Background: an optimization exercise with open tools, aiming at small area, a short achievable clock period and few clock cycles per item. Do not read the settings as production practice.
Where RTL was checked, it was by simulation tests only, not by an equivalence proof against the original.
Power is estimated from default activity; no workload was simulated.

==> flow/design.v (excerpt) <==
module winnow_dec (
    input  wire        clk,
    input  wire        rst,
    input  wire        in_valid,
    output wire        in_ready,
    input  wire [7:0]  in_data,
    input  wire [6:0]  in_n,
    output wire        out_valid,
    input  wire        out_ready,
    output wire [31:0] out_data,
    output wire        out_last
);
==> flow/config.mk <==
export PLATFORM = sky130hd
export DESIGN_NAME = winnow_dec
export DESIGN_NICKNAME = winnow_dec
export VERILOG_FILES = /design/flow/design.v
export SDC_FILE = /design/flow/constraint.sdc
export NUM_CORES = 4
export LEC_CHECK = 0
export CAP_MARGIN = 20
export CORE_MARGIN = 2
export CORE_UTILIZATION = 40
export CTS_CLUSTER_DIAMETER = 80
export CTS_CLUSTER_SIZE = 24
export SLEW_MARGIN = 20
export TNS_END_PERCENT = 5
==> flow/constraint.sdc <==
create_clock -name core_clock -period 10.0 [get_ports {clk}]
set_input_delay 2.0000 -clock core_clock [delete_from_list [all_inputs] [get_ports {clk}]]
set_output_delay 2.0000 -clock core_clock [all_outputs]
set_load 0.01 [all_outputs]
standard.sh (not shown) runs the stock make flow with config.mk's settings and CLKGATE_MAP_FILE= SYNTH_SCRIPT=/design/flow/synth_recipe.tcl, a recipe that flattens the netlist after the stock synthesis.
==> flow/flow/run.sh <==
#!/bin/bash
set -euo pipefail
sed "s/CLKGATE_MAP_FILE= /CLKGATE_MAP_FILE= SETUP_SLACK_MARGIN=6.3 'BUFFER_PORTS_ARGS=-buffer_cell sky130_fd_sc_hd__buf_2' /" standard.sh > standard_margin.sh
bash standard_margin.sh > make_flow.log 2>&1
Then changed:
--- a/flow/design.v
+++ b/flow/design.v
@@ -68,42 +68,45 @@
     wire in_flag = (st == S_FLAG);
     wire in_raw  = (st == S_RAW);
     wire in_bits = (st == S_BITS);
     wire in_fire = in_valid && irdy;
     wire fetch   = in_fire && in_bits;
     wire merge   = ibv && le32;
     wire raw4    = in_fire && in_raw && (bi == 2'd3);
+    wire        ones8   = &W[7:0];                   
     wire        ones4   = &W[3:0];                   
     wire [1:0]  t2      = !W[0] ? 2'd0 : !W[1] ? 2'd1 : !W[2] ? 2'd2 : 2'd3;
     wire        zero_in = !ones4 && ({4'd0, t2} < bcnt);
     wire [6:0]  bk      = {1'b0, bcnt} + {2'b11, ~kk};   
     wire        fits    = !bk[6] && ({4'd0, t2} <= bk[5:0]);   
+    wire        take8   = ones8 && (qacc <= 5'd24);
+    wire        take4   = ones4 && (qacc <= 5'd28);
     wire        code_st = (ds == D_CODE) && !warm;
     wire [1:0]  tsel    = code_st ? t2 : 2'd0;
     wire [5:0]  c_code  = ar + {4'd0, tsel};
     wire [25:0] wsh    = W[26:1] >> t2;
     wire [22:0] kmask  = ~(23'h7FFFFF << kk);
     wire [22:0] low    = wsh[22:0] & kmask;
     wire [24:0] k1     = 25'd1 << kk;
     wire [24:0] qaccK  = {20'd0, qacc} << kk;
     wire [24:0] u_rice = qaccK | (t2[0] ? k1 : 25'd0) | (t2[1] ? {k1[23:0], 1'b0} : 25'd0) |
                          {2'd0, low};
     reg        go;                 
     reg        emit;
     reg        wait_bits;          
-    reg        ones;               
+    reg [1:0]  csel;               
     reg [23:0] u_n;
     reg        warm_n;
     reg        ds_n;
     reg [4:0]  qacc_n;
     always @(*) begin
         go        = 1'b0;
         emit      = 1'b0;
         wait_bits = 1'b0;
-        ones      = 1'b0;
+        csel      = 2'd0;
         u_n       = u_rice[24:1] ^ {24{u_rice[0]}};
         warm_n    = 1'b0;
         ds_n      = ds;
         qacc_n    = qacc;
         if (ds == D_ESC) begin
             if (bcnt >= 6'd27) begin
                 go     = 1'b1;
@@ -116,17 +119,22 @@
             if (bcnt >= 6'd24) begin
                 go     = 1'b1;
                 emit   = 1'b1;
                 u_n    = W[23:0];
                 warm_n = 1'b1;
             end else
                 wait_bits = 1'b1;
-        end else if (ones4) begin
+        end else if (take8) begin
             go     = 1'b1;
-            ones   = 1'b1;
+            csel   = 2'd2;
+            qacc_n = qacc + 5'd8;
+            ds_n   = (qacc == 5'd24) ? D_ESC : D_CODE;
+        end else if (take4) begin
+            go     = 1'b1;
+            csel   = 2'd1;
             qacc_n = qacc + 5'd4;
             ds_n   = (qacc == 5'd28) ? D_ESC : D_CODE;
         end else if (zero_in && fits) begin
             go     = 1'b1;
             emit   = 1'b1;
             qacc_n = 5'd0;
         end else
@@ -136,28 +144,41 @@
             emit   = 1'b0;
             ds_n   = ds;
             qacc_n = qacc;
         end
         if (!in_bits)
             wait_bits = 1'b0;
     end
-    wire [5:0]  c = ones ? 6'd4 : c_code;
+    wire [5:0]  c = (csel == 2'd2) ? 6'd8 : (csel == 2'd1) ? 6'd4 : c_code;
     wire last_code = (cnt == 7'd0);
     wire end_bits  = emit && last_code;
     wire        direct = fetch && !ibv && wait_bits;
     wire [7:0]  ins_b  = ibv ? ib : in_data;
     wire [39:0] W_ins  = W | ((merge || direct) ? ({32'd0, ins_b} << bcnt) : 40'd0);
-    wire [5:0]  bpos   = bcnt - ar;
+    wire [5:0]  bpos   = (ds == D_ESC) ? bcnt - 6'd27 : warm ? bcnt - 6'd24 : bk[5:0];   
     wire [39:0] W_a    = (W >> ar) | (merge ? ({32'd0, ib} << bpos) : 40'd0);
-    wire [39:0] W_sh   = ones ? (W_ins >> 4) : (W_a >> tsel);
+    wire [39:0] W_sh   = (csel == 2'd2) ? (W_ins >> 8) :
+                         (csel == 2'd1) ? (W_ins >> 4) : (W_a >> tsel);
     wire [39:0] W_next = go ? W_sh : W_ins;
     wire [5:0]  bcnt_m = bcnt + (merge ? 6'd8 : 6'd0);
-    wire [5:0]  bcnt_n = go ? (bcnt_m - c) : (direct ? bcnt + 6'd8 : bcnt_m);
-    wire        le32_n = direct ? (bcnt <= 6'd24) :
-                         ((bcnt_m <= 6'd32) || (go && c >= bcnt_m - 6'd32));
+    wire [5:0]  xm     = bpos + (merge ? 6'd8 : 6'd0);      
+    wire [5:0]  xm_t   = xm - {4'd0, tsel};
+    reg         le_x;                                     
+    always @(*) begin
+        case (tsel)
+            2'd0:    le_x = !xm[5] || (xm == 6'd32);
+            2'd1:    le_x = !xm[5] || (xm <= 6'd33);
+            2'd2:    le_x = !xm[5] || (xm <= 6'd34);
+            default: le_x = !xm[5] || (xm <= 6'd35);
+        endcase
+    end
+    wire [5:0]  bcnt_g = (csel == 2'd2) ? bcnt_m - 6'd8 : (csel == 2'd1) ? bcnt_m - 6'd4 : xm_t;
+    wire        le32_g = (csel == 2'd2) ? 1'b1 : (csel == 2'd1) ? (bcnt_m <= 6'd36) : le_x;
+    wire [5:0]  bcnt_n = go ? bcnt_g : (direct ? bcnt + 6'd8 : bcnt_m);
+    wire        le32_n = go ? le32_g : (direct ? (bcnt <= 6'd24) : (bcnt_m <= 6'd32));
     wire [6:0]  cnt1    = (cnt == 7'd0) ? 7'd0 : cnt - 7'd1;
     wire [10:0] rest_sh = {4'd0, cnt1} << lgk;
     wire [5:0]  rest_lb = (rest_sh[10:6] != 5'd0) ? 6'd63 : rest_sh[5:0];
     wire [6:0]  held    = {1'b0, bcnt} + (ibv ? 7'd8 : 7'd0);
     wire        lb_a0   = held < lbr;
     wire        lb_a1   = (held + 7'd8) < lbr;
     wire        more_n  = wait_bits && !ibv && !fetch;
Outcome: Synthesized area rose by 4.2%. Combinational power barely changes. Sequential power barely changes. Total power fell by 0.48%. Hold slack stays flat.
No functional check of the RTL was part of any run of this note.

Another version of the RTL of winnow_dec (not shown whole).
For scale: about 3300 cells after synthesis, ~760 flip-flops, roughly 54 I/O pins, ~34000 sq um of cells after synthesis.
clock: 10.0 ns
lec_check: 0
cap_margin: 20
core_margin: 2
core_utilization: 40
cts_cluster_diameter: 80
cts_cluster_size: 24
slew_margin: 20
tns_end_percent: 5
==> flow/flow/run.sh <==
#!/bin/bash
set -euo pipefail
sed 's/CLKGATE_MAP_FILE= /CLKGATE_MAP_FILE= SETUP_SLACK_MARGIN=6.3 /' standard.sh > standard_margin.sh
bash standard_margin.sh > make_flow.log 2>&1
Testbench counts at the start, summed over its fixed seeds: cycles 35,752, blocks 320.
Rerun with:
--- a/flow/design.v
+++ b/flow/design.v
@@ -41,15 +41,15 @@
     reg        ibv;
     reg        rdyb;               
     reg        more;               
     reg [6:0]  lbr;                
     reg [4:0]  qacc;               
     reg        uv;
     reg [23:0] u;                  
-    reg        up1, up2;           
+    reg [1:0]  upsel;              
     reg [7:0]  uflag;
     reg        ulast;
     reg        ov;
     reg [31:0] out_word;
     reg        olast;
     reg [23:0] x2;
     wire [23:0] x1 = out_word[31:8];
@@ -223,17 +223,18 @@
                 S_RAW:   irdy_v[vv] = !uv_n && (bi_v != 2'd3 || !ov_v);
                 default: irdy_v[vv] = rdyb_v && (!ibv_v || le32_x);
             endcase
         end
     end
     wire irdy_n = in_valid ? irdy_v[1] : irdy_v[0];
     wire [23:0] e  = u;
-    wire [23:0] pa = (x1 & {24{up1}}) | ({x1[22:0], 1'b0} & {24{up2}});
-    wire [23:0] pb = ~x2 & {24{up2}};
-    wire        pc = up2;
+    wire [23:0] pa = (upsel == 2'd0) ? 24'd0 :
+                     (upsel == 2'd1) ? x1 : {x1[22:0], 1'b0};
+    wire [23:0] pb = (upsel == 2'd2) ? ~x2 : 24'd0;
+    wire        pc = (upsel == 2'd2);
     wire [23:0] cs_s = e ^ pa ^ pb;
     wire [23:0] cs_c = (e & pa) | (e & pb) | (pa & pb);
     wire [23:0] x    = cs_s + {cs_c[22:0], pc};
     always @(posedge clk) begin
         ring <= {ring[503:0], (in_fire && in_flag) ? in_data : ring[511:504]};
     end
     always @(posedge clk) begin
@@ -246,16 +247,15 @@
             x2       <= x1;
         end else if (raw4) begin
             out_word <= {in_data, u[23:0]};
             olast    <= last_code;
         end
         if (emit) begin
             u     <= u_n;
-            up1   <= !warm_n && (mode == 2'd1);
-            up2   <= !warm_n && (mode == 2'd2);
+            upsel <= warm_n ? 2'd0 : mode;
             uflag <= fc ? flag_c : tap_cur ? tap : fbuf[8*c2 +: 8];
             ulast <= last_code;
         end else if (in_fire && in_raw) begin
             u[8*bi +: 8] <= in_data;
         end
     end
     always @(posedge clk) begin
=> Maximum frequency goes down by 0.62%; design area goes up by about 0.4%; final cell count stays flat; global-route usage goes down by 0.58 points; die area goes up by 0.68%.
Function not checked in the second run of this note: the RTL went through the layout flow alone.

## v26
Another version of the RTL of winnow_dec (not shown whole).
Size in the first run: about 3300 cells after synthesis, ~770 flip-flops, about 34000 µm² of cells after synthesis.
==> flow/config.mk <==
export PLATFORM = sky130hd
export DESIGN_NAME = winnow_dec
export DESIGN_NICKNAME = winnow_dec
export VERILOG_FILES = /design/flow/design.v
export SDC_FILE = /design/flow/constraint.sdc
export NUM_CORES = 4
export LEC_CHECK = 0
export CAP_MARGIN = 20
export CORE_MARGIN = 2
export CORE_UTILIZATION = 40
export CTS_CLUSTER_DIAMETER = 80
export CTS_CLUSTER_SIZE = 24
export SLEW_MARGIN = 20
==> flow/constraint.sdc <==
create_clock -name core_clock -period 10.0 [get_ports {clk}]
set_input_delay 2.0000 -clock core_clock [delete_from_list [all_inputs] [get_ports {clk}]]
set_output_delay 2.0000 -clock core_clock [all_outputs]
set_load 0.01 [all_outputs]
Scripts as last shown in full above: flow/flow/run.sh
Setup changes, v26 to v1
-- flow/design.v --
<<< v26, line 29
    reg        warm;               
    reg [5:0]  ar;                 
    reg [1:0]  bi;                 
    reg        irdy;               
>>> v1, line 29
    reg        warm;               
    reg [5:0]  ar;                 
    reg [5:0]  bpos;               
    reg [1:0]  bi;                 
    reg        irdy;               
<<< v26, line 34
    reg [5:0]  s;                  
    reg [7:0]  flag_c;
    reg [31:0] fbuf;               
    reg [1:0]  c2;                 
    reg        fok;                
    reg [39:0] W;                  
    reg [5:0]  bcnt;
>>> v1, line 35
    reg [5:0]  s;                  
    reg [7:0]  flag_c;
    reg [39:0] W;                  
    reg [5:0]  bcnt;
<<< v26, line 62
    wire s2go    = uv && (!ov || out_ready);
    wire s1_free = !uv || s2go;
    wire [7:0] tap     = ring[32*s[5:2] +: 8];
    wire       tap_cur = (s[1:0] == 2'd0);
    wire       flag_ok = fc || fok || tap_cur;
    wire in_hdr  = (st == S_HDR);
    wire in_flag = (st == S_FLAG);
>>> v1, line 60
    wire s2go    = uv && (!ov || out_ready);
    wire s1_free = !uv || s2go;
    wire in_hdr  = (st == S_HDR);
    wire in_flag = (st == S_FLAG);
<<< v26, line 138
        end else
            wait_bits = 1'b1;
        if (!in_bits || (emit && !(s1_free && flag_ok))) begin
            go     = 1'b0;
            emit   = 1'b0;
>>> v1, line 133
        end else
            wait_bits = 1'b1;
        if (!in_bits || (emit && !s1_free)) begin
            go     = 1'b0;
            emit   = 1'b0;
<<< v26, line 151
    wire end_bits  = emit && last_code;
    wire [39:0] W_ins  = W | (merge ? ({32'd0, ib} << bcnt) : 40'd0);
    wire [5:0]  bpos   = bcnt - ar;
    wire [39:0] W_a    = (W >> ar) | (merge ? ({32'd0, ib} << bpos) : 40'd0);
    wire [39:0] W_sh   = (csel == 2'd2) ? (W_ins >> 8) :
>>> v1, line 146
    wire end_bits  = emit && last_code;
    wire [39:0] W_ins  = W | (merge ? ({32'd0, ib} << bcnt) : 40'd0);
    wire [39:0] W_a    = (W >> ar) | (merge ? ({32'd0, ib} << bpos) : 40'd0);
    wire [39:0] W_sh   = (csel == 2'd2) ? (W_ins >> 8) :
<<< v26, line 181
    wire        ds_x   = hdr_fire ? D_CODE : ds_n;
    wire [5:0]  ar_n   = (ds_x == D_ESC) ? 6'd27 : (wc_n != 2'd0) ? 6'd24 : {1'b0, kp1_n};
    reg  [1:0]  st_n;
    always @(*) begin
>>> v1, line 175
    wire        ds_x   = hdr_fire ? D_CODE : ds_n;
    wire [5:0]  ar_n   = (ds_x == D_ESC) ? 6'd27 : (wc_n != 2'd0) ? 6'd24 : {1'b0, kp1_n};
    wire [5:0]  bm_ar  = (in_bits ? bcnt_m : 6'd0) - ar_n;
    wire [5:0]  bd_ar  = bcnt + 6'd8 - ar_n;
    reg  [1:0]  st_n;
    always @(*) begin
<<< v26, line 234
    end
    always @(posedge clk) begin
        fbuf[8*(c2 + s[1:0]) +: 8] <= tap;
        if (fetch && !direct)
            ib <= in_data;
>>> v1, line 230
    end
    always @(posedge clk) begin
        if (fetch && !direct)
            ib <= in_data;
<<< v26, line 248
            u     <= u_n;
            upsel <= warm_n ? 2'd0 : mode;
            uflag <= fc ? flag_c : tap_cur ? tap : fbuf[8*c2 +: 8];
            ulast <= last_code;
        end else if (in_fire && in_raw) begin
>>> v1, line 243
            u     <= u_n;
            upsel <= warm_n ? 2'd0 : mode;
            uflag <= fc ? flag_c : ring[8*s +: 8];
            ulast <= last_code;
        end else if (in_fire && in_raw) begin
<<< v26, line 269
            warm  <= 1'b0;
            ar    <= 6'd1;
            bi    <= 2'd0;
            s     <= 6'd0;
            flag_c <= 8'd0;
            c2    <= 2'd0;
            fok   <= 1'b0;
            W     <= 40'd0;
            bcnt  <= 6'd0;
>>> v1, line 264
            warm  <= 1'b0;
            ar    <= 6'd1;
            bpos  <= 6'd63;
            bi    <= 2'd0;
            s     <= 6'd0;
            flag_c <= 8'd0;
            W     <= 40'd0;
            bcnt  <= 6'd0;
<<< v26, line 301
            warm <= (wc_n != 2'd0);
            ar   <= ar_n;
            qacc <= qacc_n;
            case (st)
>>> v1, line 295
            warm <= (wc_n != 2'd0);
            ar   <= ar_n;
            bpos <= go ? bm_ar - c : (direct ? bd_ar : bm_ar);
            qacc <= qacc_n;
            case (st)
<<< v26, line 321
                end
                S_FLAG: begin
                    c2  <= 2'd0;
                    fok <= 1'b0;
                    if (in_fire) begin
                        flag_c <= in_data;
>>> v1, line 316
                end
                S_FLAG: begin
                    if (in_fire) begin
                        flag_c <= in_data;
<<< v26, line 340
                default: begin  
                    s <= emit ? s : s + 6'd1;
                    if (tap_cur)
                        fok <= 1'b1;
                    if (emit)
                        c2 <= c2 + 2'd1;
                    if (emit) begin
                        cnt <= cnt - 7'd1;
>>> v1, line 333
                default: begin  
                    s <= emit ? s : s + 6'd1;
                    if (emit) begin
                        cnt <= cnt - 7'd1;
==> comparison <==
In the flow results for v26 and v1, the first-iteration DRC count is larger on v1.
The lower share of final-layout standard cells stronger than drive strength 1 of v26 and v1 is in v26.
Changes observed in v1 relative to v26: number of gates resized after cts went up about 5.5%, area growth from synthesis to layout went up by 0.76 points.
Max net switching power of the design across v26 and v1: v1
[compare] base=v26 new=v1: final total power now larger; number of cells on the critical path went up by 4; met3 track demand over resource climbed 0.39 points; critical path data arrival time went up by 1590 ps; headroom to the max-slew limit shrank by 0.25 points.
NOTE sequential cell count v26->v1 decreased by a few percent
v1 vs. v26: area enclosed by the die boundary went up by 7.7%.
Worst setup slack, v26 and v1: larger value in v26
The higher post-synthesis share of cell area spent on and, or, nand and nor gates came out of v26.
No functional check of the RTL was part of any run of this note.

[afterwards: timing with drivers on the ports]
Ports are ideal in the flow. The routed layouts listed here were re-timed in OpenROAD. Step 1 (the two cells are an assumption about what drives the block):
set clk [get_ports {clk}]
set_driving_cell -lib_cell sky130_fd_sc_hd__clkbuf_16 $clk
set_driving_cell -lib_cell sky130_fd_sc_hd__buf_2 [delete_from_list [all_inputs] $clk]
Step 2 also shifts input and output timing later by t, the mid clock arrival at the registers, as if the neighbouring blocks saw the same clock. a / b / c = ideal ports / drivers / drivers and shift; a / b = the first two.
run	t (ns)	setup WS [ns]	hold slack, ns	slew at the worst register clock pin (ns)	worst slew at a driven data input, ns
the first run of note 1	0.667	6.142 / 6.178 / 5.511	0.320 / 0.320 / 0.320	0.10 / 0.10	0.12
the second run of note 1	0.668	6.213 / 6.213 / 5.622	0.321 / 0.321 / 0.321	0.10 / 0.10	0.06
the first run of note 2	0.668	6.167 / 6.163 / 5.581	0.319 / 0.319 / 0.319	0.10 / 0.10	0.07
the second run of note 2	0.677	6.143 / 6.102 / 5.527	0.309 / 0.309 / 0.309	0.10 / 0.10	0.13
v26	0.655	6.195 / 6.195 / 5.681	0.306 / 0.306 / 0.306	0.10 / 0.10	0.13
v1	0.674	4.727 / 4.725 / 4.051	0.324 / 0.324 / 0.324	0.11 / 0.11	0.12
After both steps every run listed still meets setup and hold. The setup slack of v1, which loses most, moves by -0.002 ns with the drivers and by -0.676 ns with both steps.
